Source: an optimization exercise on an open RTL-to-GDS flow (aim: a short achievable clock period and few clock cycles per item). Production flows keep margins and buffers that such runs may drop. Function was checked by simulation only, so behaviour that the tests miss may differ from the original. Power is estimated from default activity; no workload was simulated.

## flow/config.mk

```make
export PLATFORM = sky130hd
export DESIGN_NAME = shx_engine
export DESIGN_NICKNAME = shx_engine
export VERILOG_FILES = /design/flow/design.v
export SDC_FILE = /design/flow/constraint.sdc
export NUM_CORES = 4
export LEC_CHECK = 0
export CAP_MARGIN = 20
export CORE_MARGIN = 2
export CORE_UTILIZATION = 40
export PLACE_DENSITY = 0.6
export SLEW_MARGIN = 20
```

## flow/constraint.sdc

```tcl
create_clock -name core_clock -period 10.0 [get_ports {clk}]
set_input_delay 2.0000 -clock core_clock [delete_from_list [all_inputs] [get_ports {clk}]]
set_output_delay 2.0000 -clock core_clock [all_outputs]
set_load 0.01 [all_outputs]
```

## flow/design.v

```verilog
module shx_engine (
    input  wire        clk,
    input  wire        rst,
    input  wire        start,
    input  wire [16:0] held_len,
    output wire        ready,
    output wire        blk_rd_en,
    output wire [14:0] blk_rd_addr,
    input  wire [31:0] blk_rd_data,
    output wire        out_we,
    output wire [13:0] out_waddr,
    output wire [3:0]  out_wstrb,
    output wire [31:0] out_wdata,
    output wire        out_re,
    output wire [13:0] out_raddr,
    input  wire [31:0] out_rdata,
    output reg         done,
    output reg  [1:0]  verdict
);
    localparam [1:0] V_OK = 2'd0, V_MAL = 2'd1, V_CRC = 2'd2;
    localparam [3:0] S_IDLE = 4'd0,  S_HDR  = 4'd1,  S_HCHK = 4'd2,  S_TOK  = 4'd3,
                     S_EXT1 = 4'd4,  S_EXT2 = 4'd5,  S_LEN  = 4'd6,  S_LIT  = 4'd7,
                     S_REP0 = 4'd8,  S_FILL = 4'd9,  S_UPRD = 4'd10, S_UPWR = 4'd11,
                     S_RAW  = 4'd12, S_FIN  = 4'd13;
    reg [3:0]  state;
    reg [16:0] held;           
    reg [16:0] q;              
    reg [16:0] p;              
    reg [16:0] cnt;            
    reg [16:0] n;              
    reg [1:0]  op;
    reg [5:0]  lc;
    reg [7:0]  x0;
    reg [7:0]  repb;
    reg [1:0]  src_lane;
    reg [7:0]  hdr [0:31];
    reg [15:0] crc16;
    reg [31:0] crc32;
    reg [15:0] w;              
    reg [16:0] orig_len;
    reg [16:0] comp_len;
    reg [31:0] crc_exp;
    reg [31:0] wbuf;
    reg [14:0] wbuf_addr;
    reg        wbuf_ok;
    reg        rd_pend;
    reg [14:0] pend_addr;
    wire want = (state == S_HDR) || (state == S_TOK) || (state == S_EXT1) ||
                (state == S_EXT2) || (state == S_LIT) || (state == S_REP0) ||
                (state == S_RAW);
    wire        hit_pend = rd_pend && (pend_addr == q[16:2]);
    wire        hit_buf  = !rd_pend && wbuf_ok && (wbuf_addr == q[16:2]);
    wire        hit      = hit_pend || hit_buf;
    wire [31:0] cur_word = rd_pend ? blk_rd_data : wbuf;
    reg  [7:0]  b;
    always @* begin
        case (q[1:0])
            2'd0: b = cur_word[7:0];
            2'd1: b = cur_word[15:8];
            2'd2: b = cur_word[23:16];
            default: b = cur_word[31:24];
        endcase
    end
    assign blk_rd_en   = want && !hit && !rd_pend;
    assign blk_rd_addr = q[16:2];
    assign ready       = (state == S_IDLE);
    wire [15:0] f_magic   = {hdr[1], hdr[0]};
    wire [7:0]  f_version = hdr[2];
    wire [7:0]  f_flags   = hdr[3];
    wire [15:0] f_dots    = {hdr[5], hdr[4]};
    wire [7:0]  f_lines   = hdr[6];
    wire [7:0]  f_bpd     = hdr[7];
    wire [31:0] f_orig    = {hdr[11], hdr[10], hdr[9], hdr[8]};
    wire [31:0] f_comp    = {hdr[15], hdr[14], hdr[13], hdr[12]};
    wire [31:0] f_crc     = {hdr[19], hdr[18], hdr[17], hdr[16]};
    wire [15:0] f_hchk    = {hdr[31], hdr[30]};
    reg  [18:0] wbits;
    reg         bpd_ok;
    always @* begin
        bpd_ok = 1'b1;
        case (f_bpd)
            8'd1: wbits = {3'd0, f_dots};
            8'd2: wbits = {2'd0, f_dots, 1'b0};
            8'd4: wbits = {1'd0, f_dots, 2'b0};
            8'd6: wbits = {1'd0, f_dots, 2'b0} + {2'd0, f_dots, 1'b0};
            8'd8: wbits = {f_dots, 3'b0};
            default: begin
                wbits  = 19'd0;
                bpd_ok = 1'b0;
            end
        endcase
    end
    wire [15:0] hw        = wbits[18:3];
    wire [21:0] lines_x_w = f_lines[5:0] * hw;
    wire [32:0] orig_p32  = {1'b0, f_orig} + 33'd32;
    wire hdr_good =
        (crc16 == f_hchk) && (f_magic == 16'h5853) && (f_version == 8'h01) &&
        (f_flags[7:2] == 6'd0) &&
        (f_dots != 16'd0) && (f_lines >= 8'd1) && (f_lines <= 8'd32) && bpd_ok &&
        (wbits[2:0] == 3'd0) &&
        (f_orig == {10'd0, lines_x_w}) && (f_orig <= 32'd65536) &&
        (f_comp >= 32'd33) && (f_comp <= {15'd0, held}) &&
        (f_flags[0] ? ({1'b0, f_comp} == orig_p32) : ({1'b0, f_comp} <= orig_p32));
    reg [7:0]  wr_byte;        
    reg [15:0] crc16_nx;
    reg [31:0] crc32_nx;
    integer i;
    always @* begin
        crc16_nx = crc16 ^ {b, 8'd0};
        for (i = 0; i < 8; i = i + 1)
            crc16_nx = crc16_nx[15] ? ((crc16_nx << 1) ^ 16'h1021) : (crc16_nx << 1);
    end
    always @* begin
        crc32_nx = crc32 ^ {24'd0, wr_byte};
        for (i = 0; i < 8; i = i + 1)
            crc32_nx = crc32_nx[0] ? ((crc32_nx >> 1) ^ 32'h82F63B78) : (crc32_nx >> 1);
    end
    reg [7:0] up_byte;
    always @* begin
        case (src_lane)
            2'd0: up_byte = out_rdata[7:0];
            2'd1: up_byte = out_rdata[15:8];
            2'd2: up_byte = out_rdata[23:16];
            default: up_byte = out_rdata[31:24];
        endcase
    end
    always @* begin
        case (state)
            S_FILL:  wr_byte = repb;
            S_UPWR:  wr_byte = up_byte;
            default: wr_byte = b;
        endcase
    end
    wire [17:0] q_p1   = {1'b0, q} + 18'd1;
    wire [17:0] p_n    = {1'b0, p} + {1'b0, n};
    wire [17:0] q_n    = {1'b0, q} + {1'b0, n};
    wire [16:0] d      = (op == 2'd3) ? {w, 1'b0} : {1'b0, w};
    wire [16:0] src    = p - d;
    wire wr_now = ((state == S_RAW) && hit) || ((state == S_LIT) && hit) ||
                  (state == S_FILL) || (state == S_UPWR);
    assign out_we    = wr_now;
    assign out_waddr = p[15:2];
    assign out_wstrb = 4'b0001 << p[1:0];
    assign out_wdata = {4{wr_byte}};
    assign out_re    = (state == S_UPRD);
    assign out_raddr = src[15:2];
    always @(posedge clk) begin
        if (rst) begin
            state    <= S_IDLE;
            done     <= 1'b0;
            verdict  <= V_OK;
            rd_pend  <= 1'b0;
            wbuf_ok  <= 1'b0;
        end else begin
            done   <= 1'b0;
            if (rd_pend) begin
                wbuf      <= blk_rd_data;
                wbuf_addr <= pend_addr;
                wbuf_ok   <= 1'b1;
                rd_pend   <= 1'b0;
            end else if (blk_rd_en) begin
                rd_pend   <= 1'b1;
                pend_addr <= q[16:2];
            end
            case (state)
                S_IDLE: begin
                    if (start) begin
                        held    <= held_len;
                        q       <= 17'd0;
                        p       <= 17'd0;
                        crc16   <= 16'hFFFF;
                        crc32   <= 32'hFFFFFFFF;
                        wbuf_ok <= 1'b0;
                        state   <= S_HDR;
                    end
                end
                S_HDR: if (hit) begin
                    hdr[q[4:0]] <= b;
                    if (q < 17'd30)
                        crc16 <= crc16_nx;
                    q <= q + 17'd1;
                    if (q == 17'd31)
                        state <= S_HCHK;
                end
                S_HCHK: begin
                    w        <= hw;
                    orig_len <= f_orig[16:0];
                    comp_len <= f_comp[16:0];
                    crc_exp  <= f_crc;
                    if (!hdr_good) begin
                        verdict <= V_MAL;
                        done    <= 1'b1;
                        state   <= S_IDLE;
                    end else if (f_flags[0]) begin
                        state <= S_RAW;
                    end else begin
                        state <= S_TOK;
                    end
                end
                S_RAW: if (hit) begin
                    crc32     <= crc32_nx;
                    p         <= p + 17'd1;
                    q         <= q + 17'd1;
                    if (p + 17'd1 == orig_len)
                        state <= S_FIN;
                end
                S_TOK: begin
                    if (p >= orig_len) begin
                        if (q != comp_len) begin
                            verdict <= V_MAL;             
                            done    <= 1'b1;
                            state   <= S_IDLE;
                        end else begin
                            state <= S_FIN;
                        end
                    end else if (q >= comp_len) begin
                        verdict <= V_MAL;                 
                        done    <= 1'b1;
                        state   <= S_IDLE;
                    end else if (hit) begin
                        op <= b[7:6];
                        lc <= b[5:0];
                        q  <= q + 17'd1;
                        if (b[5:0] < 6'd62) begin
                            n     <= {11'd0, b[5:0]} + 17'd1;
                            state <= S_LEN;
                        end else if (q_p1 + ((b[5:0] == 6'd62) ? 18'd1 : 18'd2) > {1'b0, comp_len}) begin
                            verdict <= V_MAL;             
                            done    <= 1'b1;
                            state   <= S_IDLE;
                        end else begin
                            state <= S_EXT1;
                        end
                    end
                end
                S_EXT1: if (hit) begin
                    q <= q + 17'd1;
                    if (lc == 6'd62) begin
                        n     <= 17'd63 + {9'd0, b};
                        state <= S_LEN;
                    end else begin
                        x0    <= b;
                        state <= S_EXT2;
                    end
                end
                S_EXT2: if (hit) begin
                    q     <= q + 17'd1;
                    n     <= 17'd319 + {9'd0, x0} + {1'b0, b, 8'd0};
                    state <= S_LEN;
                end
                S_LEN: begin
                    cnt <= n;
                    if (p_n > {1'b0, orig_len}) begin
                        verdict <= V_MAL;                 
                        done    <= 1'b1;
                        state   <= S_IDLE;
                    end else begin
                        case (op)
                            2'd0: if (q_n > {1'b0, comp_len}) begin
                                      verdict <= V_MAL;   
                                      done    <= 1'b1;
                                      state   <= S_IDLE;
                                  end else begin
                                      state <= S_LIT;
                                  end
                            2'd1: if (q_p1 > {1'b0, comp_len}) begin
                                      verdict <= V_MAL;   
                                      done    <= 1'b1;
                                      state   <= S_IDLE;
                                  end else begin
                                      state <= S_REP0;
                                  end
                            default: if (p < d) begin
                                      verdict <= V_MAL;   
                                      done    <= 1'b1;
                                      state   <= S_IDLE;
                                  end else begin
                                      state <= S_UPRD;
                                  end
                        endcase
                    end
                end
                S_LIT: if (hit) begin
                    crc32     <= crc32_nx;
                    p         <= p + 17'd1;
                    q         <= q + 17'd1;
                    cnt       <= cnt - 17'd1;
                    if (cnt == 17'd1)
                        state <= S_TOK;
                end
                S_REP0: if (hit) begin
                    repb  <= b;
                    q     <= q + 17'd1;
                    state <= S_FILL;
                end
                S_FILL: begin
                    crc32     <= crc32_nx;
                    p         <= p + 17'd1;
                    cnt       <= cnt - 17'd1;
                    if (cnt == 17'd1)
                        state <= S_TOK;
                end
                S_UPRD: begin
                    src_lane  <= src[1:0];
                    state     <= S_UPWR;
                end
                S_UPWR: begin
                    crc32     <= crc32_nx;
                    p         <= p + 17'd1;
                    cnt       <= cnt - 17'd1;
                    state     <= (cnt == 17'd1) ? S_TOK : S_UPRD;
                end
                S_FIN: begin
                    verdict <= ((crc32 ^ 32'hFFFFFFFF) == crc_exp) ? V_OK : V_CRC;
                    done    <= 1'b1;
                    state   <= S_IDLE;
                end
                default: state <= S_IDLE;
            endcase
        end
    end
endmodule
```

## flow/run.sh

```bash
#!/bin/bash
# synth_recipe.tcl (not shown) runs the flow's synth.tcl, then flattens the netlist and writes it again
# the make line also repeats each setting of config.mk as NAME=value (left out here)
make -C /OpenROAD-flow-scripts/flow DESIGN_CONFIG=/design/flow/config.mk WORK_HOME=/design/flow/orfs CLKGATE_MAP_FILE= SYNTH_SCRIPT=/design/flow/synth_recipe.tcl finish
```

==> flow_summary_export.csv <==
group,metric,value,unit
route,drt-total-wl,97.8,mm
placed_design,dp_cells,4196,
synthesis,syn_area,33400,um^2
synthesis,yosysSeqAreaShare,0.435,
worst_setup_path,critPathLaunchType,"flip-flop",
grt,grt_usage,0.224,
placed_design,portBuffers,169,
min_path,hp-class,"reg2reg",
floorplanning,die_x,293,um
synthesis,synth_edf_count,478,
clock_network,cts_root_buffer,"clkbuf_16",
clock_network,postCtsResizedCells,0,
timing,setup_tns,0,ns
clock_network,cts_tree,"yes",
synthesis,synthArstFlopShare,0,
clock_network,hold_buffers,0,
worst_setup_path,path_class,"reg2reg",
clock_network,cts.sinks,487,
worst_setup_path,crit_top_cell,"fa_1",
cells_and_area,final_cell_mix,"edfxtp_1 (478), nand2_1 (288), ha_1 (273), xnor2_1 (225), nor2_1 (197)",
route,first_pass_iters,6,
clock_network,cts_buffer_depth,3,
synthesis,synth_fp_nets,3485,
route,vias_per_cell,5.55,
timing,max_freq,0.120,GHz
worst_setup_path,cp.required,10.57,ns
timing,worstMarginPinSlew,1.06,ns
synthesis,ys_warn_count,1,
worst_setup_path,path_max_fanout,7,
route,ant_nets,0,
grt,antenna_found_initial,0,
worst_setup_path,slowest_stage,"fa_1",
timing,fin_skew,0.0147,ns
timing,finalCriticalPeriod,8.34,ns
cells_and_area,utilization,0.459,
clock_network,insertion_delay,0.63,ns
cells_and_area,final_common_cell,"edfxtp_1",
timing,whs,0.416,ns
floorplanning,std_cell_rows,105,
route,wl_per_cell,22.8,um
clock_network,cts_max_level,2,
outcome,outcome,"complete, no violations",
clock_network,cts_setup_buffers,0,
synthesis,synthFlopType,"edfxtp_1",
run,max_cap_viol_count,0,
clock_network,cts_buffers,55,
pwr,powerDensity,213,nW/um^2
grt,first_global_vias,22938,
timing,maxSlewHeadroom,0.295,
pwr,leakage,13.9,nW
cells_and_area,diodes,0,
synthesis,synth_area_per_cell,10.9,um^2
grt,overflow,0,
route,drcViolationCount,0,
timing,finalHoldViolations,0,
cells_and_area,drive_gt1_frac,0.0679,
floorplanning,start_util,0.405,
floorplanning,core_area,82400,um^2
timing,slew_violations,0,
synthesis,yosys.cell_types.count,95,
placed_design,placement.cell_area,36000,um^2
timing,fin_crit_sh,0.834,
clock_network,clk_pin_slew,0.06,ns
worst_setup_path,worstPathArrival,8.91,ns
grt,grt_max_degree,72,
cells_and_area,final_nets,3602,
worst_setup_path,slowest_delay,0.59,ns
timing,rsz0062_at_grt,"false",
route,vias,23857,
worst_setup_path,endpoint_kind,"flip-flop",
cells_and_area,n_fill_cell,7638,
cells_and_area,syn2layout_area_growth,13.2,%
timing,setup_viol,0,
pwr,ir_drop,0.163,mV
route,drt-initial-drc-count,2207,
floorplanning,ios,170,
grt,grt_pass1_wl,145,mm
cells_and_area,final_cells,4295,
cells_and_area,final_area,37800,um^2
placed_design,gp_congestion,0.943,
synthesis,postSynthCellCount,3066,
placed_design,dp_hpwl,73.1,mm
floorplanning,die-area,85800,um^2
synthesis,ys_ff_latch,487,
floorplanning,die_h,293,um
-- where the power goes --
part / switching [W] / internal, W
combinational: 0.00189 / 0.00140
clock: 0.000858 / 0.00117
sequential: 0.000183 / 0.00256
total: 0.00293 / 0.00514
-- metal layers --
layer | global-route usage | wire length, um | up-vias
met5 | 0 | 0 | -
met4 | 0.0692 | 3140 | 0
li1 | - | - | 11292
met1 | 0.319 | 43800 | 11594
met2 | 0.347 | 43600 | 838
met3 | 0.0411 | 7220 | 133
-- metrics by stage --
stage	worst slack [ns]	power, W
after detailed placement	1.37	0.00607
after floorplan	2.72	0.00507
after CTS	1.78	0.00811
after global routing	1.10	0.00846
final	1.66	0.00807
after global placement	1.57	0.00606
-- synth_stat cells (8+ instances only) --
cell type,instances,area (um^2)
o21bai_1,11,82.6
xor2_1,140,1230
and3_1,24,150
buf_4,67,503
a22o_1,13,114
and4_1,15,131
a21oi_1,139,696
a211oi_1,15,113
nor4_1,52,325
nor3_1,46,230
dfxtp_1,9,180
mux2i_1,36,360
clkbuf_1,75,282
mux2_2,25,282
o22ai_1,11,68.8
inv_1,190,713
o21a_1,21,158
o21ai_1,14,70.1
nand2b_1,41,257
or3_1,13,81.3
nor2_1,197,739
a222oi_1,9,90.1
nor2b_1,23,144
edfxtp_1,478,14400
a2111oi_0,8,70.1
a31oi_1,12,75.1
o21ai_0,104,521
fa_1,62,1240
xnor2_1,225,1970
o31ai_1,9,67.6
nand4_1,77,482
nand3_1,53,265
and2_1,39,244
o211ai_1,16,120
or2_2,10,62.6
ha_1,273,3420
nand2_1,288,1080
mux4_2,8,180
nor4b_1,8,70.1
a21o_1,56,420
-- worst max-delay path: cells and delay by family (launching register included) --
kind                       cells  cell delay (ns)
DFF                            1             0.49
adders and majority gates      6             2.62
and+or+nand+nor                7             1.79
xor gates and xnor gates       2             0.50
muxes                          1             0.09
AOI/OAI and AO/OA             10             2.78
buffers and inverters          1             0.04
-- worst paths after layout --
path               from          to  slack, ns  cells past startpoint
max           hdr[4][1]    state[1]       1.66                     27
min          hdr[16][5]  crc_exp[5]       0.42                      0
max reg2reg   hdr[4][1]    state[1]       1.66                     27
min reg2reg  hdr[16][5]  crc_exp[5]       0.42                      0
-- layout make-up --
cell class | count | area [um^2] | area share
clock buffers | 68 | 1470 | 0.0388
clock inverters | 31 | 329 | 0.00870
inverters | 191 | 717 | 0.0190
multi-input cells | 2235 | 17400 | 0.460
flip-flops and latches | 487 | 14500 | 0.385
well taps | 1070 | 1340 | 0.0354
repair buffers | 213 | 2020 | 0.0535
-- sequential cells by signal (all words and copies together), names as in the netlist, 17 cells and up --
register,flops
cnt,17
comp_len,17
crc32,32
crc_exp,32
hdr,175
held,17
n,17
orig_len,17
p,17
q,17
wbuf,32
-- kinds of logic after synthesis --
logic type / share of synthesized area
AO/OA/AOI/OAI: 0.102
XOR/XNOR: 0.112
adder cells (fa/ha/maj): 0.140
buffers and inverters: 0.0480
flip-flops: 0.435
multiplexers: 0.0293
AND/OR/NAND/NOR: 0.133
Testbench counts, summed over its fixed seeds: cycles 3,539,018, out bytes 2,053,632.

what the ideal ports hide:
The results above use ideal ports. As a check the final layout listed here was re-extracted and re-timed, cells and wires unchanged.
Step 1 sets driving cells, clkbuf_16 on the clock port and buf_2 on the other inputs (assumed; they add their load-dependent delay and slew).
Step 2 times the ports against the registers' clock, not the clock port: input delays grow and output delays shrink by t, the midpoint of the rising clock arrivals with the driver on.
a / b / c = ideal ports / drivers / drivers and shift; a / b = the first two.
t (ns): 0.686
slack for setup (ns): 1.655 / 1.655 / 1.216
slew at the worst register clock pin (ns): 0.07 / 0.07
worst slew at a driven data input, ns: 0.07
After both steps this run still meets setup and hold. The setup slack of this run moves by 0.000 ns with the drivers and by -0.439 ns with both steps.
